This design comes from an exercise in tuning for small area, a short achievable clock period and few clock cycles per item on the open sky130 flow, not from production work. The RTL was checked by simulation tests, not by an equivalence proof against the original design.

==> flow/design.v (outline; a module is shown in full before it is edited, if it fits) <==
// module loop_core: 450 lines
// module mulq29b: 1550 lines
module loop_core (
    input  wire        clk,
    input  wire        rst,             
    input  wire        req_valid,
    output wire        req_ready,
    input  wire [1:0]  req_op,          
    input  wire [2:0]  req_loop,
    input  wire        req_src_int,     
    input  wire        req_ref_reset,   
    input  wire        req_u_zero,      
    input  wire [8:0]  req_clr,         
    input  wire [31:0] req_sp,
    input  wire [31:0] req_mg,
    input  wire [31:0] req_mo,
    input  wire [31:0] req_x,
    input  wire [31:0] req_y,
    input  wire        req_y_valid,
    input  wire [31:0] req_vdc,
    input  wire [31:0] req_grid,
    input  wire [31:0] req_vg,
    input  wire [31:0] c_kp,
    input  wire [31:0] c_ki,
    input  wire [31:0] c_kf,
    input  wire [31:0] c_imin,
    input  wire [31:0] c_imax,
    input  wire [31:0] c_umin,
    input  wire [31:0] c_umax,
    input  wire [31:0] c_slew,
    input  wire [31:0] c_ramp,
    input  wire [31:0] c_rmin,
    input  wire [31:0] c_rmax,
    input  wire        c_inv,
    input  wire [2:0]  c_ff_sel,
    output reg         rsp_valid,
    output reg  [31:0] rsp_r,
    output reg  [31:0] rsp_e,
    output reg  [31:0] rsp_p,
    output reg  [31:0] rsp_i,
    output reg  [31:0] rsp_f,
    output reg  [31:0] rsp_u,
    output reg  [8:0]  rsp_flags,       
    output reg  [8:0]  rsp_hit          
);
  // ...
==> flow/run.sh <==
#!/bin/bash
# synth_recipe.tcl (not shown) runs the flow's synth.tcl, then flattens the netlist and writes it again
# the make line also repeats each setting of config.mk as NAME=value (left out here)
make -C /OpenROAD-flow-scripts/flow DESIGN_CONFIG=/design/flow/config.mk WORK_HOME=/design/flow/orfs CLKGATE_MAP_FILE= SYNTH_SCRIPT=/design/flow/synth_recipe.tcl finish
==> flow/config.mk <==
export PLATFORM = sky130hd
export DESIGN_NAME = loop_core
export DESIGN_NICKNAME = loop_core
export VERILOG_FILES = /design/flow/design.v
export SDC_FILE = /design/flow/constraint.sdc
export NUM_CORES = 4
export LEC_CHECK = 0
export ABC_AREA = 1
export CAP_MARGIN = 20
export CORE_MARGIN = 2
export CORE_UTILIZATION = 40
export SETUP_SLACK_MARGIN = 5
export SLEW_MARGIN = 20
==> flow/constraint.sdc <==
create_clock -name core_clock -period 13.0 [get_ports {clk}]
set_input_delay 2.6000 -clock core_clock [delete_from_list [all_inputs] [get_ports {clk}]]
set_output_delay 2.6000 -clock core_clock [all_outputs]
set_load 0.01 [all_outputs]
==> flow_summary.toml, run 1 <==
[finish]
largest_cell_class = "multi-input combinational cells"
final_cell_mix = "inv_1, nand2_1, dfxtp_1, xor2_1, nor2_1"
drive_above_1_share_pct = 5.838
clkCellAreaFrac_pct = 4.839

[synthesis]
synth_mux_area_share_pct = 0.1154
synth-edff-count = 840
ys.flop_type = "dfxtp_1"
syn_area_per_cell_sq_um = 8.486
syn_nets = 36500
synthCells = 32080
synth_fa_ha_area_share_pct = 22.56
synth_cell_type_count = 79
syn-cell-area_sq_um = 272200

[global_route]
grt_pass1_wl_microns = 1692000
met3_usage_pct = 7.549
antenna_found_initial = 110
grt_pass1_vias = 235300
grt_most_used_layer = "met2"

[timing]
layout_setup_ws_ns = 5.122

[placed_design]
placed_area_sq_um = 290000
port_buffers = 844
place.gp.congestion = 1.018

[setup_path]
worstPathMaxFanout = 40
startpoint_type = "flop"
regToRegSetupSlack_ns = 5.12
crit_cells = 26
path_delay_family = "adder cells"

[clock_tree]
postCtsHoldBufs = 0
tritoncts = "built"

[hold_path]
min_path_type = "reg2reg"

[routing]
dr.pass1.iters = 9
wl_met1_microns = 455100
wirelength_microns = 1202000

[floorplanning]
coreArea_sq_um = 679400

[status]
status = "finished clean"
Testbench counts, summed over its fixed seeds: cycles 4,937, items 4,800.
==> module loop_core, before the edit <==
module loop_core (
    input  wire        clk,
    input  wire        rst,             
    input  wire        req_valid,
    output wire        req_ready,
    input  wire [1:0]  req_op,          
    input  wire [2:0]  req_loop,
    input  wire        req_src_int,     
    input  wire        req_ref_reset,   
    input  wire        req_u_zero,      
    input  wire [8:0]  req_clr,         
    input  wire [31:0] req_sp,
    input  wire [31:0] req_mg,
    input  wire [31:0] req_mo,
    input  wire [31:0] req_x,
    input  wire [31:0] req_y,
    input  wire        req_y_valid,
    input  wire [31:0] req_vdc,
    input  wire [31:0] req_grid,
    input  wire [31:0] req_vg,
    input  wire [31:0] c_kp,
    input  wire [31:0] c_ki,
    input  wire [31:0] c_kf,
    input  wire [31:0] c_imin,
    input  wire [31:0] c_imax,
    input  wire [31:0] c_umin,
    input  wire [31:0] c_umax,
    input  wire [31:0] c_slew,
    input  wire [31:0] c_ramp,
    input  wire [31:0] c_rmin,
    input  wire [31:0] c_rmax,
    input  wire        c_inv,
    input  wire [2:0]  c_ff_sel,
    output reg         rsp_valid,
    output reg  [31:0] rsp_r,
    output reg  [31:0] rsp_e,
    output reg  [31:0] rsp_p,
    output reg  [31:0] rsp_i,
    output reg  [31:0] rsp_f,
    output reg  [31:0] rsp_u,
    output reg  [8:0]  rsp_flags,       
    output reg  [8:0]  rsp_hit          
);
    localparam F_REF = 0, F_FB = 1, F_ERR = 2, F_P = 3, F_INT = 4,
               F_FF = 5, F_SUM = 6, F_OUT = 7, F_PRE = 8;
    localparam [31:0] MAXV = 32'h7fffffff;
    localparam [31:0] MINV = 32'h80000000;
    function [32:0] sadd;
        input [31:0] a, b;
        reg [32:0] s;
        begin
            s = {a[31], a} + {b[31], b};
            if (s[32] != s[31])
                sadd = {1'b1, s[32] ? MINV : MAXV};
            else
                sadd = {1'b0, s[31:0]};
        end
    endfunction
    function [32:0] ssub;
        input [31:0] a, b;
        reg [32:0] s;
        begin
            s = {a[31], a} - {b[31], b};
            if (s[32] != s[31])
                ssub = {1'b1, s[32] ? MINV : MAXV};
            else
                ssub = {1'b0, s[31:0]};
        end
    endfunction
    function [32:0] sclamp;
        input [31:0] x, lo, hi;
        begin
            if ($signed(x) < $signed(lo))
                sclamp = {1'b1, lo};
            else if ($signed(x) > $signed(hi))
                sclamp = {1'b1, hi};
            else
                sclamp = {1'b0, x};
        end
    endfunction
    function [35:0] sx;
        input [31:0] a;
        sx = {{4{a[31]}}, a};
    endfunction
    function ovf36;
        input [35:0] s;
        ovf36 = (s[35:31] != {5{s[31]}});
    endfunction
    function [47:0] booth;
        input [31:0] b;
        integer j;
        reg b2, b1, b0;
        begin
            for (j = 0; j < 16; j = j + 1) begin
                b2 = b[2*j+1];
                b1 = b[2*j];
                b0 = (j == 0) ? 1'b0 : b[2*j-1];
                booth[j]      = b2;
                booth[16 + j] = b1 ^ b0;
                booth[32 + j] = (b2 & ~b1 & ~b0) | (~b2 & b1 & b0);
            end
        end
    endfunction
    function [31:0] sat36;
        input [35:0] s;
        sat36 = ovf36(s) ? (s[35] ? MINV : MAXV) : s[31:0];
    endfunction
    reg [31:0] st_r [0:7];
    reg [31:0] st_i [0:7];
    reg [31:0] st_u [0:7];
    reg [8:0]  st_f [0:7];
    reg v0, v1, v2, v3, v4, v5, v6;
    reg [2:0] s0_loop, s1_loop;
    assign req_ready = !(req_op == 2'd1 && !req_u_zero &&
                         ((v0 && req_loop == s0_loop) || (v1 && req_loop == s1_loop)));
    wire accept = req_valid && req_ready;
    reg [1:0]  s0_op;
    reg        s0_src_int, s0_ref_reset, s0_u_zero, s0_y_valid, s0_inv, s0_ffr;
    reg [8:0]  s0_clr;
    reg [31:0] s0_sp, s0_mg, s0_mo, s0_y, s0_ff;
    reg [47:0] s0_xb;      
    reg [31:0] s0_kp, s0_ki, s0_kf, s0_imin, s0_imax, s0_umin, s0_umax;
    reg [31:0] s0_slew, s0_ramp, s0_rmin, s0_rmax;
    wire [31:0] in_y = req_y_valid ? req_y : 32'd0;
    reg  [31:0] in_ff;
    always @* begin
        case (c_ff_sel)
            3'd1:    in_ff = in_y;
            3'd3:    in_ff = req_vdc;
            3'd4:    in_ff = req_grid;
            3'd5:    in_ff = req_vg;
            default: in_ff = 32'd0;
        endcase
    end
    always @(posedge clk) begin
        s0_op <= req_op;           s0_loop <= req_loop;
        s0_src_int <= req_src_int; s0_ref_reset <= req_ref_reset;
        s0_u_zero <= req_u_zero;   s0_clr <= req_clr;
        s0_y_valid <= req_y_valid; s0_inv <= c_inv;
        s0_ffr <= (c_ff_sel == 3'd2);
        s0_sp <= req_sp; s0_mg <= req_mg; s0_mo <= req_mo; s0_xb <= booth(req_x);
        s0_y <= in_y;    s0_ff <= in_ff;
        s0_kp <= c_kp;     s0_ki <= c_ki;     s0_kf <= c_kf;
        s0_imin <= c_imin; s0_imax <= c_imax;
        s0_umin <= c_umin; s0_umax <= c_umax;
        s0_slew <= c_slew; s0_ramp <= c_ramp;
        s0_rmin <= c_rmin; s0_rmax <= c_rmax;
    end
    wire [32:0] t_m;
    mulq29b mul_map (.a(s0_mg), .bneg(s0_xb[15:0]), .bone(s0_xb[31:16]), .btwo(s0_xb[47:32]), .y(t_m));
    reg [1:0]  s1_op;
    reg        s1_src_int, s1_ref_reset, s1_u_zero, s1_inv, s1_ffr;
    reg [8:0]  s1_clr, s1_hit;
    reg [31:0] s1_sp, s1_m, s1_mo, s1_y, s1_ff;
    reg [31:0] s1_kp, s1_ki, s1_kf, s1_imin, s1_imax, s1_umin, s1_umax;
    reg [31:0] s1_slew, s1_ramp, s1_rmin, s1_rmax;
    always @(posedge clk) begin
        s1_op <= s0_op;           s1_loop <= s0_loop;
        s1_src_int <= s0_src_int; s1_ref_reset <= s0_ref_reset;
        s1_u_zero <= s0_u_zero;   s1_clr <= s0_clr;
        s1_inv <= s0_inv;         s1_ffr <= s0_ffr;
        s1_hit <= {7'd0, !s0_y_valid, t_m[32] && !s0_src_int};
        s1_sp <= s0_sp; s1_m <= t_m[31:0]; s1_mo <= s0_mo;
        s1_y <= s0_y;   s1_ff <= s0_ff;
        s1_kp <= s0_kp;     s1_ki <= s0_ki;     s1_kf <= s0_kf;
        s1_imin <= s0_imin; s1_imax <= s0_imax;
        s1_umin <= s0_umin; s1_umax <= s0_umax;
        s1_slew <= s0_slew; s1_ramp <= s0_ramp;
        s1_rmin <= s0_rmin; s1_rmax <= s0_rmax;
    end
    wire [32:0] t_map  = sadd(s1_mo, s1_m);
    wire [31:0] rt_raw = s1_src_int ? s1_sp : t_map[31:0];
    wire [32:0] t_rt   = sclamp(rt_raw, s1_rmin, s1_rmax);
    reg [2:0]  s2_loop;
    reg [1:0]  s2_op;
    reg        s2_ref_reset, s2_u_zero, s2_inv, s2_ffr;
    reg [8:0]  s2_clr, s2_hit;
    reg [31:0] s2_rt, s2_y, s2_ff;
    reg [31:0] s2_kp, s2_ki, s2_kf, s2_imin, s2_imax, s2_umin, s2_umax;
    reg [31:0] s2_slew, s2_ramp;
    always @(posedge clk) begin
        s2_op <= s1_op;           s2_loop <= s1_loop;
        s2_ref_reset <= s1_ref_reset;
        s2_u_zero <= s1_u_zero;   s2_clr <= s1_clr;
        s2_inv <= s1_inv;         s2_ffr <= s1_ffr;
        s2_hit <= s1_hit;
        if ((t_map[32] && !s1_src_int) || t_rt[32]) s2_hit[F_REF] <= 1'b1;
        s2_rt <= t_rt[31:0];
        s2_y  <= s1_y;   s2_ff <= s1_ff;
        s2_kp <= s1_kp;     s2_ki <= s1_ki;     s2_kf <= s1_kf;
        s2_imin <= s1_imin; s2_imax <= s1_imax;
        s2_umin <= s1_umin; s2_umax <= s1_umax;
        s2_slew <= s1_slew; s2_ramp <= s1_ramp;
    end
    wire [31:0] r_prev = s2_rprev;
    wire [35:0] r_d    = sx(s2_rt) - sx(r_prev);
    wire [35:0] r_up   = sx(r_prev) + sx(s2_ramp);
    wire [35:0] r_dn   = sx(r_prev) - sx(s2_ramp);
    wire [35:0] r_g    = sx(s2_rt) + ~sx(r_prev) + ~sx(s2_ramp) + 36'd1;
    wire [35:0] r_l    = sx(s2_rt) - sx(r_prev) + sx(s2_ramp);
    wire        r_gt   = !r_g[35];
    wire        r_lt   = r_l[35];
    wire        up_ov  = ovf36(r_up);
    wire        dn_ov  = ovf36(r_dn);
    wire [31:0] r_new  = r_gt ? (up_ov ? MAXV : r_up[31:0]) :
                         r_lt ? (dn_ov ? MINV : r_dn[31:0]) : s2_rt;
    wire        r_dovp = !r_d[35] && ovf36(r_d);
    wire        r_flag = ovf36(r_d) || (r_gt && !(r_dovp && s2_ramp == MAXV)) || r_lt ||
                         (r_gt && up_ov) || (r_lt && dn_ov);
    wire [35:0] m      = {36{s2_inv}};
    wire [35:0] e_a    = (sx(s2_rt) ^ m) + (sx(s2_y) ^ ~m) + 36'd1;
    wire [35:0] e_b    = (sx(r_prev) ^ m) + (sx(s2_ramp) ^ m) + (sx(s2_y) ^ ~m) +
                         (s2_inv ? 36'd2 : 36'd1);
    wire [35:0] e_c    = (sx(r_prev) ^ m) + (sx(s2_ramp) ^ ~m) + (sx(s2_y) ^ ~m) +
                         (s2_inv ? 36'd1 : 36'd2);
    wire [35:0] e_mx   = (sx(MAXV) ^ m) + (sx(s2_y) ^ ~m) + 36'd1;
    wire [35:0] e_mn   = (sx(MINV) ^ m) + (sx(s2_y) ^ ~m) + 36'd1;
    wire [35:0] e_x    = r_gt ? (up_ov ? e_mx : e_b) : r_lt ? (dn_ov ? e_mn : e_c) : e_a;
    wire [31:0] e_new  = sat36(e_x);
    reg [2:0]  s3_loop;
    reg [1:0]  s3_op;
    reg        s3_u_zero;
    reg [8:0]  s3_clr, s3_hit;
    reg [31:0] s3_r, s3_e;
    reg [47:0] s3_eb, s3_ffb;      
    reg [31:0] s3_kp, s3_ki, s3_kf, s3_imin, s3_imax, s3_umin, s3_umax, s3_slew;
    always @(posedge clk) begin
        s3_op <= s2_op;   s3_loop <= s2_loop;
        s3_u_zero <= s2_u_zero; s3_clr <= s2_clr;
        s3_hit <= s2_hit;
        if (r_flag)       s3_hit[F_REF] <= 1'b1;
        if (ovf36(e_x))   s3_hit[F_ERR] <= 1'b1;
        s3_r  <= s2_op[1] ? s2_rprev : r_new;
        s3_e  <= e_new;
        s3_eb <= booth(e_new);
        s3_ffb <= booth(s2_ffr ? r_new : s2_ff);
        s3_kp <= s2_kp;     s3_ki <= s2_ki;     s3_kf <= s2_kf;
        s3_imin <= s2_imin; s3_imax <= s2_imax;
        s3_umin <= s2_umin; s3_umax <= s2_umax;
        s3_slew <= s2_slew;
    end
    wire [32:0] t_p, t_f, t_k;
    mulq29b mul_p (.a(s3_kp), .bneg(s3_eb[15:0]),  .bone(s3_eb[31:16]),  .btwo(s3_eb[47:32]),  .y(t_p));
    mulq29b mul_f (.a(s3_kf), .bneg(s3_ffb[15:0]), .bone(s3_ffb[31:16]), .btwo(s3_ffb[47:32]), .y(t_f));
    mulq29b mul_k (.a(s3_ki), .bneg(s3_eb[15:0]),  .bone(s3_eb[31:16]),  .btwo(s3_eb[47:32]),  .y(t_k));
    reg [2:0]  s4_loop;
    reg [1:0]  s4_op;
    reg        s4_u_zero;
    reg [8:0]  s4_clr, s4_hit;
    reg [31:0] s4_r, s4_e, s4_p, s4_f, s4_k;
    reg [31:0] s4_imin, s4_imax, s4_umin, s4_umax, s4_slew;
    always @(posedge clk) begin
        s4_op <= s3_op;   s4_loop <= s3_loop;
        s4_u_zero <= s3_u_zero; s4_clr <= s3_clr;
        s4_hit <= s3_hit;
        if (t_p[32]) s4_hit[F_P] <= 1'b1;
        if (t_f[32]) s4_hit[F_FF] <= 1'b1;
        if (t_k[32] && s3_op == 2'd0) s4_hit[F_INT] <= 1'b1;
        s4_r <= s3_r; s4_e <= s3_e;
        s4_p <= t_p[31:0]; s4_f <= t_f[31:0]; s4_k <= t_k[31:0];
        s4_imin <= s3_imin; s4_imax <= s3_imax;
        s4_umin <= s3_umin; s4_umax <= s3_umax;
        s4_slew <= s3_slew;
    end
    wire [31:0] i_old = s4_iold;
    wire [31:0] uu4   = s4_uu;
    wire        umax_m = (s4_umax == MAXV);
    wire        umin_m = (s4_umin == MINV);
    wire        imax_m = (s4_imax == MAXV);
    wire        imin_m = (s4_imin == MINV);
    wire [35:0] f_hi   = sx(MAXV) + sx(s4_f);
    wire [35:0] f_lo   = sx(MINV) + sx(s4_f);
    wire [35:0] fhi_g  = sx(MAXV) + sx(s4_f) + ~sx(s4_umax);
    wire        fhi_gt = !fhi_g[35];
    wire        fhi_lt = $signed(sx(MAXV) + sx(s4_f) - sx(s4_umin)) < 0;
    wire [35:0] flo_g  = sx(MINV) + sx(s4_f) + ~sx(s4_umax);
    wire        flo_gt = !flo_g[35];
    wire        flo_lt = $signed(sx(MINV) + sx(s4_f) - sx(s4_umin)) < 0;
    wire [35:0] c_pi   = sx(s4_p) + sx(i_old);
    wire        pi_hi  = !c_pi[35] && c_pi[31];
    wire        pi_lo  = c_pi[35] && !c_pi[31];
    wire [35:0] c_n3   = sx(s4_p) + sx(i_old) + sx(s4_f);
    wire [35:0] n3_g   = sx(s4_p) + sx(i_old) + sx(s4_f) + ~sx(s4_umax);
    wire        n3_gt  = !n3_g[35];
    wire        n3_lt  = $signed(sx(s4_p) + sx(i_old) + sx(s4_f) - sx(s4_umin)) < 0;
    wire        v_gt   = (pi_hi ? fhi_gt : pi_lo ? flo_gt : n3_gt) && !umax_m;
    wire        v_lt   = (pi_hi ? fhi_lt : pi_lo ? flo_lt : n3_lt) && !umin_m;
    wire        v_ovf  = pi_hi ? ovf36(f_hi) : pi_lo ? ovf36(f_lo) : ovf36(c_n3);
    wire        k_pos  = !s4_k[31] && (s4_k != 32'd0);
    wire        integ  = !((v_gt && k_pos) || (v_lt && s4_k[31]));
    wire [35:0] c_ik   = sx(i_old) + sx(s4_k);
    wire        ik_lt  = $signed(sx(i_old) + sx(s4_k) - sx(s4_imin)) < 0;
    wire [35:0] ik_g   = sx(i_old) + sx(s4_k) + ~sx(s4_imax);
    wire        ik_gt  = !ik_g[35];
    wire [31:0] i_cyc  = ik_lt ? s4_imin : ik_gt ? s4_imax : c_ik[31:0];
    wire        ik_flag = ovf36(c_ik) || (ik_lt && !imin_m) || (ik_gt && !imax_m);
    wire [35:0] h_up   = sx(uu4) - sx(s4_p);
    wire        up_hi  = !h_up[35] && h_up[31];
    wire        up_lo  = h_up[35] && !h_up[31];
    wire [35:0] z_mx   = sx(MAXV) - sx(s4_f);
    wire [35:0] z_mn   = sx(MINV) - sx(s4_f);
    wire [35:0] z_n    = sx(uu4) - sx(s4_p) - sx(s4_f);
    wire        zmx_lt = $signed(sx(MAXV) - sx(s4_f) - sx(s4_imin)) < 0;
    wire [35:0] zmx_g  = sx(MAXV) + ~sx(s4_f) + ~sx(s4_imax) + 36'd1;
    wire        zmx_gt = !zmx_g[35];
    wire        zmn_lt = $signed(sx(MINV) - sx(s4_f) - sx(s4_imin)) < 0;
    wire [35:0] zmn_g  = sx(MINV) + ~sx(s4_f) + ~sx(s4_imax) + 36'd1;
    wire        zmn_gt = !zmn_g[35];
    wire        zn_lt  = $signed(sx(uu4) - sx(s4_p) - sx(s4_f) - sx(s4_imin)) < 0;
    wire [35:0] zn_g   = sx(uu4) + ~sx(s4_p) + ~sx(s4_f) + ~sx(s4_imax) + 36'd2;
    wire        zn_gt  = !zn_g[35];
    wire [35:0] h_z    = up_hi ? z_mx : up_lo ? z_mn : z_n;
    wire        z_lt   = up_hi ? zmx_lt : up_lo ? zmn_lt : zn_lt;
    wire        z_gt   = up_hi ? zmx_gt : up_lo ? zmn_gt : zn_gt;
    wire [31:0] i_ho   = z_lt ? s4_imin : z_gt ? s4_imax : h_z[31:0];
    reg  [31:0] i_new;
    reg  [8:0]  i_hit;
    always @* begin
        i_hit = s4_hit;
        i_new = i_old;
        if (s4_op == 2'd1) begin
            i_new = i_ho;
            if (up_hi || up_lo || ovf36(h_z))                i_hit[F_INT] = 1'b1;
            if ((z_lt && !imin_m) || (z_gt && !imax_m))      i_hit[F_PRE] = 1'b1;
        end else if (s4_op == 2'd0) begin
            if (pi_hi || pi_lo || v_ovf) i_hit[F_SUM] = 1'b1;
            if (integ) begin
                i_new = i_cyc;
                if (ik_flag) i_hit[F_INT] = 1'b1;
            end
        end
    end
    reg [2:0]  s5_loop;
    reg [1:0]  s5_op;
    reg        s5_u_zero;
    reg        s5_fhi_gt, s5_fhi_lt, s5_flo_gt, s5_flo_lt;
    reg [8:0]  s5_clr, s5_hit;
    reg [31:0] s5_r, s5_e, s5_p, s5_f, s5_i;
    reg [31:0] s5_umin, s5_umax, s5_slew;
    always @(posedge clk) begin
        s5_op <= s4_op;   s5_loop <= s4_loop;
        s5_u_zero <= s4_u_zero; s5_clr <= s4_clr;
        s5_hit <= i_hit;
        s5_fhi_gt <= fhi_gt; s5_fhi_lt <= fhi_lt;
        s5_flo_gt <= flo_gt; s5_flo_lt <= flo_lt;
        s5_r <= s4_r; s5_e <= s4_e; s5_p <= s4_p; s5_f <= s4_f;
        s5_i <= i_new;
        s5_umin <= s4_umin; s5_umax <= s4_umax;
        s5_slew <= s4_slew;
    end
    wire [35:0] o_pi   = sx(s5_p) + sx(s5_i);
    wire        o_hi   = !o_pi[35] && o_pi[31];
    wire        o_lo   = o_pi[35] && !o_pi[31];
    wire [35:0] o_n3   = sx(s5_p) + sx(s5_i) + sx(s5_f);
    wire [35:0] o_n3g  = sx(s5_p) + sx(s5_i) + sx(s5_f) + ~sx(s5_umax);
    wire        o_n3gt = !o_n3g[35];
    wire        o_n3lt = $signed(sx(s5_p) + sx(s5_i) + sx(s5_f) - sx(s5_umin)) < 0;
    wire [35:0] o_fhi  = sx(MAXV) + sx(s5_f);
    wire [35:0] o_flo  = sx(MINV) + sx(s5_f);
    wire [35:0] o_vu   = o_hi ? o_fhi : o_lo ? o_flo : o_n3;
    wire        ut_gt  = o_hi ? s5_fhi_gt : o_lo ? s5_flo_gt : o_n3gt;
    wire        ut_lt  = o_hi ? s5_fhi_lt : o_lo ? s5_flo_lt : o_n3lt;
    wire [31:0] ut     = ut_lt ? s5_umin : ut_gt ? s5_umax : o_vu[31:0];
    reg [2:0]  s6_loop;
    reg [1:0]  s6_op;
    reg        s6_u_zero;
    reg [8:0]  s6_clr, s6_hit;
    reg [31:0] s6_r, s6_e, s6_p, s6_f, s6_i, s6_ut, s6_slew;
    always @(posedge clk) begin
        s6_op <= s5_op;   s6_loop <= s5_loop;
        s6_u_zero <= s5_u_zero; s6_clr <= s5_clr;
        s6_hit <= s5_hit;
        if (o_hi || o_lo || ovf36(o_vu)) s6_hit[F_SUM] <= 1'b1;
        if ((ut_lt && s5_umin != MINV) || (ut_gt && s5_umax != MAXV)) s6_hit[F_OUT] <= 1'b1;
        s6_r <= s5_r; s6_e <= s5_e; s6_p <= s5_p; s6_f <= s5_f; s6_i <= s5_i;
        s6_ut <= ut;
        s6_slew <= s5_slew;
    end
    wire [31:0] u_st   = s6_uold;
    wire [31:0] u_old  = (s6_op == 2'd1 && s6_u_zero) ? 32'd0 : u_st;
    wire [35:0] u_d    = sx(s6_ut) - sx(u_old);
    wire [35:0] u_up   = sx(u_old) + sx(s6_slew);
    wire [35:0] u_dn   = sx(u_old) - sx(s6_slew);
    wire [35:0] u_g    = sx(s6_ut) + ~sx(u_old) + ~sx(s6_slew) + 36'd1;
    wire [35:0] u_l    = sx(s6_ut) - sx(u_old) + sx(s6_slew);
    wire        u_gt   = !u_g[35];
    wire        u_lt   = u_l[35];
    wire        uup_ov = ovf36(u_up);
    wire        udn_ov = ovf36(u_dn);
    wire [31:0] u_new  = u_gt ? (uup_ov ? MAXV : u_up[31:0]) :
                         u_lt ? (udn_ov ? MINV : u_dn[31:0]) : s6_ut;
    wire        u_dovp = !u_d[35] && ovf36(u_d);
    wire        u_flag = ovf36(u_d) || (u_gt && !(u_dovp && s6_slew == MAXV)) || u_lt ||
                         (u_gt && uup_ov) || (u_lt && udn_ov);
    wire [8:0]  o_hit  = s6_hit | (u_flag ? (9'd1 << F_OUT) : 9'd0);
    wire [8:0]  f_new  = s6_op[1] ? (s6_fold & ~s6_clr) : (s6_fold | o_hit);
    reg [31:0] s2_rprev, s4_iold, s4_uu, s6_uold;
    reg [8:0]  s6_fold;
    always @(posedge clk) begin
        s2_rprev <= (s1_op == 2'd1 && s1_ref_reset) ? s1_y :
                    (v2 && !s2_op[1] && s2_loop == s1_loop) ? r_new : st_r[s1_loop];
        s4_iold  <= (v4 && !s4_op[1] && s4_loop == s3_loop) ? i_new : st_i[s3_loop];
        s4_uu    <= (s3_op == 2'd1 && s3_u_zero) ? 32'd0 :
                    (v6 && !s6_op[1] && s6_loop == s3_loop) ? u_new : st_u[s3_loop];
        s6_uold  <= (v6 && !s6_op[1] && s6_loop == s5_loop) ? u_new : st_u[s5_loop];
        s6_fold  <= (v6 && s6_loop == s5_loop) ? f_new : st_f[s5_loop];
    end
    always @(posedge clk) begin
        rsp_r     <= s6_r;
        rsp_i     <= s6_i;
        rsp_flags <= f_new;
        if (s6_op[1]) begin
            rsp_e   <= 32'd0;
            rsp_p   <= 32'd0;
            rsp_f   <= 32'd0;
            rsp_u   <= u_st;
            rsp_hit <= 9'd0;
        end else begin
            rsp_e   <= s6_e;
            rsp_p   <= s6_p;
            rsp_f   <= s6_f;
            rsp_u   <= u_new;
            rsp_hit <= o_hit;
        end
    end
    integer n;
    always @(posedge clk) begin
        if (rst) begin
            v0 <= 1'b0; v1 <= 1'b0; v2 <= 1'b0; v3 <= 1'b0;
            v4 <= 1'b0; v5 <= 1'b0; v6 <= 1'b0;
            rsp_valid <= 1'b0;
            for (n = 0; n < 8; n = n + 1) begin
                st_r[n] <= 32'd0;
                st_i[n] <= 32'd0;
                st_u[n] <= 32'd0;
                st_f[n] <= 9'd0;
            end
        end else begin
            v0 <= accept;
            v1 <= v0; v2 <= v1; v3 <= v2; v4 <= v3; v5 <= v4; v6 <= v5;
            rsp_valid <= v6;
            if (v2 && !s2_op[1]) st_r[s2_loop] <= r_new;
            if (v4 && !s4_op[1]) st_i[s4_loop] <= i_new;
            if (v6) begin
                if (!s6_op[1]) st_u[s6_loop] <= u_new;
                st_f[s6_loop] <= f_new;
            end
        end
    end
endmodule
==> run 2, diff against run 1 <==
--- a/flow/design.v
+++ b/flow/design.v
@@ -117,7 +117,7 @@
     reg [1:0]  s0_op;
     reg        s0_src_int, s0_ref_reset, s0_u_zero, s0_y_valid, s0_inv, s0_ffr;
     reg [8:0]  s0_clr;
-    reg [31:0] s0_sp, s0_mg, s0_mo, s0_y, s0_ff;
+    reg [31:0] s0_spmo, s0_mg, s0_y, s0_ff;    
     reg [47:0] s0_xb;      
     reg [31:0] s0_kp, s0_ki, s0_kf, s0_imin, s0_imax, s0_umin, s0_umax;
     reg [31:0] s0_slew, s0_ramp, s0_rmin, s0_rmax;
@@ -138,7 +138,7 @@
         s0_u_zero <= req_u_zero;   s0_clr <= req_clr;
         s0_y_valid <= req_y_valid; s0_inv <= c_inv;
         s0_ffr <= (c_ff_sel == 3'd2);
-        s0_sp <= req_sp; s0_mg <= req_mg; s0_mo <= req_mo; s0_xb <= booth(req_x);
+        s0_spmo <= req_src_int ? req_sp : req_mo; s0_mg <= req_mg; s0_xb <= booth(req_x);
         s0_y <= in_y;    s0_ff <= in_ff;
         s0_kp <= c_kp;     s0_ki <= c_ki;     s0_kf <= c_kf;
         s0_imin <= c_imin; s0_imax <= c_imax;
@@ -151,7 +151,7 @@
     reg [1:0]  s1_op;
     reg        s1_src_int, s1_ref_reset, s1_u_zero, s1_inv, s1_ffr;
     reg [8:0]  s1_clr, s1_hit;
-    reg [31:0] s1_sp, s1_m, s1_mo, s1_y, s1_ff;
+    reg [31:0] s1_spmo, s1_m, s1_y, s1_ff;
     reg [31:0] s1_kp, s1_ki, s1_kf, s1_imin, s1_imax, s1_umin, s1_umax;
     reg [31:0] s1_slew, s1_ramp, s1_rmin, s1_rmax;
     always @(posedge clk) begin
@@ -160,7 +160,7 @@
         s1_u_zero <= s0_u_zero;   s1_clr <= s0_clr;
         s1_inv <= s0_inv;         s1_ffr <= s0_ffr;
         s1_hit <= {7'd0, !s0_y_valid, t_m[32] && !s0_src_int};
-        s1_sp <= s0_sp; s1_m <= t_m[31:0]; s1_mo <= s0_mo;
+        s1_spmo <= s0_spmo; s1_m <= t_m[31:0];
         s1_y <= s0_y;   s1_ff <= s0_ff;
         s1_kp <= s0_kp;     s1_ki <= s0_ki;     s1_kf <= s0_kf;
         s1_imin <= s0_imin; s1_imax <= s0_imax;
@@ -168,8 +168,8 @@
         s1_slew <= s0_slew; s1_ramp <= s0_ramp;
         s1_rmin <= s0_rmin; s1_rmax <= s0_rmax;
     end
-    wire [32:0] t_map  = sadd(s1_mo, s1_m);
-    wire [31:0] rt_raw = s1_src_int ? s1_sp : t_map[31:0];
+    wire [32:0] t_map  = sadd(s1_spmo, s1_m);
+    wire [31:0] rt_raw = s1_src_int ? s1_spmo : t_map[31:0];
     wire [32:0] t_rt   = sclamp(rt_raw, s1_rmin, s1_rmax);
     reg [2:0]  s2_loop;
     reg [1:0]  s2_op;
@@ -262,8 +262,8 @@
         s4_umin <= s3_umin; s4_umax <= s3_umax;
         s4_slew <= s3_slew;
     end
-    wire [31:0] i_old = s4_iold;
-    wire [31:0] uu4   = s4_uu;
+    wire [31:0] i_old = s4_iu;     
+    wire [31:0] uu4   = s4_iu;
     wire        umax_m = (s4_umax == MAXV);
     wire        umin_m = (s4_umin == MINV);
     wire        imax_m = (s4_imax == MAXV);
@@ -394,14 +394,16 @@
                          (u_gt && uup_ov) || (u_lt && udn_ov);
     wire [8:0]  o_hit  = s6_hit | (u_flag ? (9'd1 << F_OUT) : 9'd0);
     wire [8:0]  f_new  = s6_op[1] ? (s6_fold & ~s6_clr) : (s6_fold | o_hit);
-    reg [31:0] s2_rprev, s4_iold, s4_uu, s6_uold;
+    reg [31:0] s2_rprev, s4_iu, s6_uold;
     reg [8:0]  s6_fold;
     always @(posedge clk) begin
         s2_rprev <= (s1_op == 2'd1 && s1_ref_reset) ? s1_y :
                     (v2 && !s2_op[1] && s2_loop == s1_loop) ? r_new : st_r[s1_loop];
-        s4_iold  <= (v4 && !s4_op[1] && s4_loop == s3_loop) ? i_new : st_i[s3_loop];
-        s4_uu    <= (s3_op == 2'd1 && s3_u_zero) ? 32'd0 :
-                    (v6 && !s6_op[1] && s6_loop == s3_loop) ? u_new : st_u[s3_loop];
+        if (s3_op == 2'd1)
+            s4_iu <= s3_u_zero ? 32'd0 :
+                     (v6 && !s6_op[1] && s6_loop == s3_loop) ? u_new : st_u[s3_loop];
+        else
+            s4_iu <= (v4 && !s4_op[1] && s4_loop == s3_loop) ? i_new : st_i[s3_loop];
         s6_uold  <= (v6 && !s6_op[1] && s6_loop == s5_loop) ? u_new : st_u[s5_loop];
         s6_fold  <= (v6 && s6_loop == s5_loop) ? f_new : st_f[s5_loop];
     end
--- a/flow/config.mk
+++ b/flow/config.mk
@@ -8,6 +8,7 @@
 export ABC_AREA = 1
 export CAP_MARGIN = 20
 export CORE_MARGIN = 2
-export CORE_UTILIZATION = 40
+export CORE_UTILIZATION = 55
+export PLACE_DENSITY = 0.65
 export SETUP_SLACK_MARGIN = 5
 export SLEW_MARGIN = 20
==> flow_summary.toml, run 2 <==
[clock_tree]
cts_max_path_buffers = 4
clock_latency_ns = 1.09
postCtsHoldBufs = 0
numCtsBuffers = 383
tritoncts = "built"
cts_root_buf = "clkbuf_16"
htreeDepth = 5
cts.sinks = 3904
clk_pin_slew_worst_paths_ns = 0.06

[finish]
final_common_cell = "inv_1"
area_growth_pct = 11.16
fin_nets = 36440
drive_above_1_share_pct = 5.437
reg.largest.list = "st_i (256), st_r (256), st_u (256)"
nFillCells = 42780
fin_area_sq_um = 300200
final_cell_mix = "inv_1, nand2_1, dfxtp_1, nor2_1, xor2_1"

[setup_path]
cp_data_arrival_time_ns = 8.89
cp_cell_sequence = "buf_6 > inv_2 > clkbuf_8 > xor2_1 > fa_1 > inv_1 > fa_1 > inv_1 > fa_1 > fa_1 > inv_1 > fa_1 > ha_1 > nand2_1 > nor2_1 > inv_1 > nor2_1 > inv_1 > nor3_1 > a21o_1 > a21oi_1 > xnor2_1 > nand3_1 > nand2_1"
crit_required_ns = 13.97
r2r-start = "s3_eb[12]"
startpoint_type = "flop"
critPathMaxStageDelay_ns = 0.92
criticalPathCategory = "reg2reg"
worstPathMaxFanout = 43
end_kind = "flop"
path_delay_family = "adder cells"
crit_start = "s3_eb[12]"
slowest_stage = "xnor2_1"
critPathBufInv = 8

[routing]
vias = 243500
drc = 0
drt_iter0_markers = 34490
wirelength_microns = 1143000
wl_per_cell_microns = 29.31
dr.pass1.iters = 12
viasPerCell = 6.242
final_antenna_net_count = 0

[timing]
slew_viol_final = 0
fin_crit_sh_pct = 60.91
clock_skew_ns = 0.1061
grt_setup_unrepaired = "yes"
setup_viol = 0
fmax_mhz = 126.3
period_minus_slack_ns = 7.918
layout_setup_ws_ns = 5.082
slew_headroom_pct = 14.01
hold_violations = 0
worst_pin_slew_ns = 1.286
tns_ns = 0

[synthesis]
synth.most_common_cell = "inv_1"
yosysTopAreaCell = "dfxtp_1"
synth_xor_area_share_pct = 9.250
async_flop_share_pct = 0
syn-cell-area_sq_um = 270100
synth_compound_area_share_pct = 14.37
synth_fa_ha_area_share_pct = 22.73
ys_warn_count = 1
ys_top_cells_by_area = "dfxtp_1, fa_1, edfxtp_1"
syn_nets = 36270
ys_top_cells_by_count = "inv_1, nand2_1, dfxtp_1"
ys_seq_elements = 3904
synth_top_family_by_area = "adder cells"
yosysTopAreaCellShare_pct = 22.71
synth-edff-count = 840
synth_mux_area_share_pct = 0.3123
synthSimpleGateAreaFrac_pct = 12.50
synthCells = 31840
ys.flop_type = "dfxtp_1"
synth_cell_type_count = 75
ys_seq_area_share_pct = 32.05
syn_area_per_cell_sq_um = 8.481

[placed_design]
place.gp.congestion = 1.077
placed_area_sq_um = 284600
place_worst_setup_slack_ns = 3.275
port_buffers = 844
post-dp-hpwl_microns = 836000

[floorplanning]
start_util_pct = 55.18
die_h_microns = 704.7
die_x_microns = 704.7
io_pins = 845
coreArea_sq_um = 489400
rows = 257
die-area_sq_um = 496600

[status]
status = "finished clean"

[global_route]
antenna_found_initial = 163
grt_pass1_vias = 235000
grt_max_degree = 127
grt_use_total_pct = 44.16
grt_pass1_wl_microns = 1614000
grt_remaining_overflow = 0

[hold_path]
min_path_type = "reg2reg"
min_from = "s2_kp[16]"

[run]
max_cap_viol_count = 0
==> run 2: cell count changes after synthesis, moves of 75 or more <==
| cell | delta |
|---|---|
| a21oi_1 | -146 |
| clkbuf_1 | +75 |
| dfxtp_1 | -96 |
| nand2_1 | -147 |
| nor2_1 | +280 |
| o21ai_0 | -119 |
==> run 2: cells by family (layout without fill, tap and decap cells) <==
kind of cell / count (synthesis) / in the layout
buf+inv: 6287 / 6791
flops: 3904 / 3904
mux: 77 / 77
compound gates: 6702 / 6705
fa+ha+maj: 3788 / 3788
xor+xnor: 2833 / 2833
other cells: 0 / 174
simple gates: 8253 / 8255
==> run 2: final timing paths <==
| path | end | cells past startpoint | slack (ns) |
|---|---|---|---|
| setup / recovery | s4_p[6] | 24 | 5.08 |
| hold / removal | s3_kp[16] | 0 | 0.27 |
| setup reg to reg | s4_p[6] | 24 | 5.08 |
| hold reg to reg | s3_kp[16] | 0 | 0.27 |
==> run 2: worst reg2reg max path: stages (launching register included) <==
cell,delay (ns)
dfxtp_1,0.37
buf_6,0.25
inv_2,0.61
clkbuf_8,0.64
xor2_1,0.28
fa_1,0.54
inv_1,0.05
fa_1,0.50
inv_1,0.05
fa_1,0.45
fa_1,0.54
inv_1,0.06
fa_1,0.58
ha_1,0.38
nand2_1,0.12
nor2_1,0.12
inv_1,0.07
nor2_1,0.10
inv_1,0.06
nor3_1,0.39
a21o_1,0.35
a21oi_1,0.13
xnor2_1,0.92
nand3_1,0.17
nand2_1,0.13
==> run 2: metal layers <==
metal	track usage, %	vias up	part of all wire, %
li1	-	105200	-
met1	56.60	115800	37
met2	63.27	18070	41
met3	14.76	4320	14
met4	29.38	56	8.3
met5	0.2211	-	0.047
==> run 2: final cells by class <==
| class | count | area (sq um) | share of cell area [%] |
|---|---|---|---|
| antenna | 174 | 435.4 | 0.1450 |
| timing repair inverter | 4 | 22.52 | 0.007502 |
| sequential | 3904 | 86640 | 28.86 |
| multi-input combinational | 21660 | 160600 | 53.49 |
| inverter | 4606 | 17500 | 5.831 |
| timing repair buffer | 1466 | 13660 | 4.549 |
| clock buffer | 532 | 11070 | 3.688 |
| clock inverter | 183 | 2198 | 0.7323 |
| tap | 6475 | 8102 | 2.699 |
==> run 2: what timing repair did <==
item / CTS / global route
setup endpoints to repair: 580 / 977
resized for setup: 130 / 271
cloned: 4 / 9
pin swaps: 4 / 19
setup buffers: 13 / 47
==> run 2: through the flow <==
stage	cells	utilization, %	hold slack [ns]
5_1_grt	38940	61.31	0.2767
6_report	39000	61.34	0.2665
2_1_floorplan	31840	-	0.3096
3_5_place_dp	38040	58.15	0.3121
3_3_place_gp	38040	58.15	0.3095
4_1_cts	38770	60.98	0.2595
Testbench counts of run 2, summed over its fixed seeds: cycles 4,937, items 4,800.
==> run 3, diff against run 2 <==
--- a/flow/design.v
+++ b/flow/design.v
@@ -245,12 +245,13 @@
     mulq29b mul_k (.a(s3_ki), .bneg(s3_eb[15:0]),  .bone(s3_eb[31:16]),  .btwo(s3_eb[47:32]),  .y(t_k));
     reg [2:0]  s4_loop;
     reg [1:0]  s4_op;
-    reg        s4_u_zero;
+    reg        s4_u_zero, s4_ho;      
     reg [8:0]  s4_clr, s4_hit;
     reg [31:0] s4_r, s4_e, s4_p, s4_f, s4_k;
     reg [31:0] s4_imin, s4_imax, s4_umin, s4_umax, s4_slew;
     always @(posedge clk) begin
         s4_op <= s3_op;   s4_loop <= s3_loop;
+        s4_ho <= (s3_op == 2'd1);
         s4_u_zero <= s3_u_zero; s4_clr <= s3_clr;
         s4_hit <= s3_hit;
         if (t_p[32]) s4_hit[F_P] <= 1'b1;
@@ -263,7 +264,6 @@
         s4_slew <= s3_slew;
     end
     wire [31:0] i_old = s4_iu;     
-    wire [31:0] uu4   = s4_iu;
     wire        umax_m = (s4_umax == MAXV);
     wire        umin_m = (s4_umin == MINV);
     wire        imax_m = (s4_imax == MAXV);
@@ -276,16 +276,24 @@
     wire [35:0] flo_g  = sx(MINV) + sx(s4_f) + ~sx(s4_umax);
     wire        flo_gt = !flo_g[35];
     wire        flo_lt = $signed(sx(MINV) + sx(s4_f) - sx(s4_umin)) < 0;
-    wire [35:0] c_pi   = sx(s4_p) + sx(i_old);
-    wire        pi_hi  = !c_pi[35] && c_pi[31];
-    wire        pi_lo  = c_pi[35] && !c_pi[31];
-    wire [35:0] c_n3   = sx(s4_p) + sx(i_old) + sx(s4_f);
-    wire [35:0] n3_g   = sx(s4_p) + sx(i_old) + sx(s4_f) + ~sx(s4_umax);
-    wire        n3_gt  = !n3_g[35];
-    wire        n3_lt  = $signed(sx(s4_p) + sx(i_old) + sx(s4_f) - sx(s4_umin)) < 0;
-    wire        v_gt   = (pi_hi ? fhi_gt : pi_lo ? flo_gt : n3_gt) && !umax_m;
-    wire        v_lt   = (pi_hi ? fhi_lt : pi_lo ? flo_lt : n3_lt) && !umin_m;
-    wire        v_ovf  = pi_hi ? ovf36(f_hi) : pi_lo ? ovf36(f_lo) : ovf36(c_n3);
+    wire        ho     = s4_ho;
+    wire [35:0] hm     = {36{ho}};
+    wire [35:0] hc     = {35'd0, ho};
+    wire [35:0] x_p    = sx(s4_p) ^ hm;
+    wire [35:0] x_f    = sx(s4_f) ^ hm;
+    wire [31:0] l_hi   = ho ? s4_imax : s4_umax;
+    wire [31:0] l_lo   = ho ? s4_imin : s4_umin;
+    wire [35:0] c_x1   = sx(i_old) + x_p + hc;                        
+    wire        x1_hi  = !c_x1[35] && c_x1[31];
+    wire        x1_lo  = c_x1[35] && !c_x1[31];
+    wire [35:0] c_x2   = sx(i_old) + x_p + x_f + {hc[34:0], 1'b0};    
+    wire [35:0] x2_g   = sx(i_old) + x_p + x_f + ~sx(l_hi) + {hc[34:0], 1'b0};
+    wire [35:0] x2_l   = sx(i_old) + x_p + x_f + ~sx(l_lo) + {hc[34:0], 1'b0} + 36'd1;
+    wire        n_gt   = !x2_g[35];
+    wire        n_lt   = x2_l[35];
+    wire        v_gt   = (x1_hi ? fhi_gt : x1_lo ? flo_gt : n_gt) && !umax_m;
+    wire        v_lt   = (x1_hi ? fhi_lt : x1_lo ? flo_lt : n_lt) && !umin_m;
+    wire        v_ovf  = x1_hi ? ovf36(f_hi) : x1_lo ? ovf36(f_lo) : ovf36(c_x2);
     wire        k_pos  = !s4_k[31] && (s4_k != 32'd0);
     wire        integ  = !((v_gt && k_pos) || (v_lt && s4_k[31]));
     wire [35:0] c_ik   = sx(i_old) + sx(s4_k);
@@ -294,24 +302,17 @@
     wire        ik_gt  = !ik_g[35];
     wire [31:0] i_cyc  = ik_lt ? s4_imin : ik_gt ? s4_imax : c_ik[31:0];
     wire        ik_flag = ovf36(c_ik) || (ik_lt && !imin_m) || (ik_gt && !imax_m);
-    wire [35:0] h_up   = sx(uu4) - sx(s4_p);
-    wire        up_hi  = !h_up[35] && h_up[31];
-    wire        up_lo  = h_up[35] && !h_up[31];
     wire [35:0] z_mx   = sx(MAXV) - sx(s4_f);
     wire [35:0] z_mn   = sx(MINV) - sx(s4_f);
-    wire [35:0] z_n    = sx(uu4) - sx(s4_p) - sx(s4_f);
     wire        zmx_lt = $signed(sx(MAXV) - sx(s4_f) - sx(s4_imin)) < 0;
     wire [35:0] zmx_g  = sx(MAXV) + ~sx(s4_f) + ~sx(s4_imax) + 36'd1;
     wire        zmx_gt = !zmx_g[35];
     wire        zmn_lt = $signed(sx(MINV) - sx(s4_f) - sx(s4_imin)) < 0;
     wire [35:0] zmn_g  = sx(MINV) + ~sx(s4_f) + ~sx(s4_imax) + 36'd1;
     wire        zmn_gt = !zmn_g[35];
-    wire        zn_lt  = $signed(sx(uu4) - sx(s4_p) - sx(s4_f) - sx(s4_imin)) < 0;
-    wire [35:0] zn_g   = sx(uu4) + ~sx(s4_p) + ~sx(s4_f) + ~sx(s4_imax) + 36'd2;
-    wire        zn_gt  = !zn_g[35];
-    wire [35:0] h_z    = up_hi ? z_mx : up_lo ? z_mn : z_n;
-    wire        z_lt   = up_hi ? zmx_lt : up_lo ? zmn_lt : zn_lt;
-    wire        z_gt   = up_hi ? zmx_gt : up_lo ? zmn_gt : zn_gt;
+    wire [35:0] h_z    = x1_hi ? z_mx : x1_lo ? z_mn : c_x2;
+    wire        z_lt   = x1_hi ? zmx_lt : x1_lo ? zmn_lt : n_lt;
+    wire        z_gt   = x1_hi ? zmx_gt : x1_lo ? zmn_gt : n_gt;
     wire [31:0] i_ho   = z_lt ? s4_imin : z_gt ? s4_imax : h_z[31:0];
     reg  [31:0] i_new;
     reg  [8:0]  i_hit;
@@ -320,10 +321,10 @@
         i_new = i_old;
         if (s4_op == 2'd1) begin
             i_new = i_ho;
-            if (up_hi || up_lo || ovf36(h_z))                i_hit[F_INT] = 1'b1;
+            if (x1_hi || x1_lo || ovf36(h_z))                i_hit[F_INT] = 1'b1;
             if ((z_lt && !imin_m) || (z_gt && !imax_m))      i_hit[F_PRE] = 1'b1;
         end else if (s4_op == 2'd0) begin
-            if (pi_hi || pi_lo || v_ovf) i_hit[F_SUM] = 1'b1;
+            if (x1_hi || x1_lo || v_ovf) i_hit[F_SUM] = 1'b1;
             if (integ) begin
                 i_new = i_cyc;
                 if (ik_flag) i_hit[F_INT] = 1'b1;
==> flow_summary.toml, run 3 <==
[floorplanning]
start_util_pct = 55.19
coreArea_sq_um = 478000
die-area_sq_um = 485200
rows = 254
die_h_microns = 696.6
io_pins = 845
die_x_microns = 696.6

[routing]
drc = 0
wl_per_cell_microns = 29.94
dr.pass1.iters = 11
wirelength_microns = 1127000
drt_iter0_markers = 34130
vias = 235900
viasPerCell = 6.267
final_antenna_net_count = 0

[setup_path]
cp_data_arrival_time_ns = 8.81
slowest_stage = "o211ai_1"
worstPathMaxFanout = 61
crit_start = "s3_eb[32]"
critPathMaxStageDelay_ns = 0.70
end_kind = "flop"
critPathBufInv = 5
crit_top_cell = "fa_1"
startpoint_type = "flop"
crit_required_ns = 13.88
path_delay_family = "adder cells"
criticalPathCategory = "reg2reg"
r2r-start = "s3_eb[32]"

[finish]
fin_nets = 35100
stdcell_count = 37640
final_common_cell = "inv_1"
nFillCells = 41310
area_growth_pct = 11.94
drive_above_1_share_pct = 6.369
reg.largest.list = "st_i (256), st_r (256), st_u (256)"
final_cell_mix = "inv_1, nand2_1, dfxtp_1, xor2_1, nor2_1"

[global_route]
grt_remaining_overflow = 0
grt_max_degree = 116
grt_pass1_wl_microns = 1584000
grt_use_total_pct = 44.79
antenna_found_initial = 137
grt_pass1_vias = 227100

[timing]
setup_viol = 0
slew_viol_final = 0
clock_skew_ns = 0.1254
tns_ns = 0
period_minus_slack_ns = 7.926
fmax_mhz = 126.2
worst_pin_slew_ns = 1.250
fin_crit_sh_pct = 60.97
grt_setup_unrepaired = "yes"
slew_headroom_pct = 16.31
hold_violations = 0

[placed_design]
dp_cells = 36710
place.gp.congestion = 1.097
port_buffers = 844
post-dp-hpwl_microns = 814500

[clock_tree]
htreeDepth = 5
cts_root_buf = "clkbuf_16"
cts_max_path_buffers = 4
tritoncts = "built"
cts.sinks = 3905
clk_pin_slew_worst_paths_ns = 0.07
numCtsBuffers = 384
clock_latency_ns = 1.08

[synthesis]
ys.flop_type = "dfxtp_1"
synth_xor_area_share_pct = 9.518
synth-edff-count = 840
yosysTopAreaCellShare_pct = 23.26
ys_top_cells_by_area = "dfxtp_1, fa_1, edfxtp_1"
synth_cell_type_count = 83
ys_seq_area_share_pct = 32.82
yosysTopAreaCell = "dfxtp_1"
synthSimpleGateAreaFrac_pct = 11.77
syn_nets = 34900
ys_warn_count = 1
synth_mux_area_share_pct = 0.3363
async_flop_share_pct = 0
synth.most_common_cell = "inv_1"
ys_top_cells_by_count = "inv_1, nand2_1, dfxtp_1"
syn_area_per_cell_sq_um = 8.621
synthCells = 30600
ys_seq_elements = 3905
synth_compound_area_share_pct = 14.49
synth_fa_ha_area_share_pct = 22.48
synth_top_family_by_area = "adder cells"
syn-cell-area_sq_um = 263800

[hold_path]
min_path_type = "reg2reg"
min_from = "s2_kf[15]"

[run]
max_cap_viol_count = 0

[status]
status = "finished clean"
[run 3: changes by cell type after synthesis, sizes merged, moves of 40 or more]
cell and change:
inv -294, nand2 -365, clkbuf -74, o21ai +73, a21oi -195, nand4 +86, ha -61, fa -66
nor2 -79, nor4 -40, nand3 -324, buf +76
[run 3: layout make-up]
type	count	area (sq um)	area share, %
diodes	101	252.7	0.08558
clock buffers	536	11080	3.753
clock inverters	175	2412	0.8168
inverters	4306	16460	5.574
multi-input cells	20720	156200	52.88
flip-flops and latches	3905	86730	29.37
well taps	6400	8008	2.712
repair buffers	1489	14160	4.794
repair inverters	6	46.29	0.01568
[run 3: layer usage]
metal  part of all wire [%]  global-route usage [%]
met1                     37                   57.37
met2                     41                   64.12
met3                     14                   14.83
met4                    8.4                   30.10
met5                  0.061                  0.4357
[run 3: kinds of logic (layout without fill, tap and decap cells)]
| family | after synthesis | in the layout |
|---|---|---|
| compound gates | 6564 | 6565 |
| xor+xnor | 2840 | 2840 |
| fa+ha+maj | 3661 | 3661 |
| buf+inv | 5989 | 6512 |
| flops | 3905 | 3905 |
| mux | 81 | 81 |
| other cells | 0 | 101 |
| simple gates | 7562 | 7571 |
[run 3: what timing repair did]
item | in CTS | in global routing
resized for setup | 293 | 394
hold buffers | 0 | 0
buffers inserted | 30 | 61
cloned | 8 | 16
endpoints found under the setup margin | 864 | 1018
pin swaps | 7 | 47
[run 3: final timing paths]
kind	to	slack (ns)	cells after the start
setup reg to reg	s4_k[28]	5.07	25
setup / recovery	s4_k[28]	5.07	25
hold reg to reg	s3_kf[15]	0.26	0
hold / removal	s3_kf[15]	0.26	0
[run 3: through the flow]
| step | instance area (sq um) | hold slack [ns] | util, % | setup slack [ns] |
|---|---|---|---|---|
| 2_1_floorplan | 263800 | 0.3096 | - | 5.017 |
| 3_3_place_gp | 278100 | 0.3097 | 58.18 | 2.490 |
| 3_5_place_dp | 278200 | 0.3121 | 58.20 | 2.506 |
| 4_1_cts | 292900 | 0.2545 | 61.29 | 4.950 |
| 5_1_grt | 295200 | 0.2619 | 61.75 | 4.896 |
| 6_report | 295300 | 0.2550 | 61.79 | 5.074 |
[run 3: worst register-to-register path: stages, from the launching register on]
cell and delay [ns]:
dfxtp_2 0.41, clkinv_1 0.12, buf_8 0.25, o22ai_1 0.30
xor2_1 0.24, fa_1 0.50, fa_1 0.62, inv_1 0.08
fa_1 0.50, inv_1 0.05, fa_1 0.42, fa_1 0.51
inv_1 0.05, fa_1 0.46, ha_1 0.33, nand2_1 0.13
or4_1 0.59, nor4_1 0.19, nand2_1 0.11, nand2_2 0.16
a31oi_1 0.18, o21ai_1 0.39, a21oi_1 0.14, and2_1 0.17
o211ai_1 0.70, nand2_1 0.12
Testbench counts of run 3, summed over its fixed seeds: cycles 4,937, items 4,800.

-- port drivers added, routing unchanged --
The flow's constraints put no driver on any port. The routed layouts listed below were extracted and timed again, unchanged, in two steps.
Step 1: set_driving_cell puts a clkbuf_16 on clk and a buf_2 on each other input, an assumption about the parent block.
Step 2 times the ports against the registers' clock, not the clock port: input delays grow and output delays shrink by t, the midpoint of the rising clock arrivals with the driver on.
Slacks: no drivers / after step 1 / after step 2; pairs: no drivers / after step 1.
run	t, ns	slack for setup (ns)	worst setup path after step 2	clock arrival spread, ns	worst data-port slew with drivers (ns)
run 1	1.178	5.122 / 5.122 / 5.122	register to register	0.148 / 0.148	0.23
run 2	1.194	5.082 / 5.020 / 5.020	input to output	0.118 / 0.118	0.28
run 3	1.173	5.074 / 5.074 / 5.074	register to register	0.153 / 0.153	0.26
After both steps every run listed still meets setup and hold. The setup slack of run 2, which loses most, moves by -0.062 ns with the drivers and by -0.062 ns with both steps.
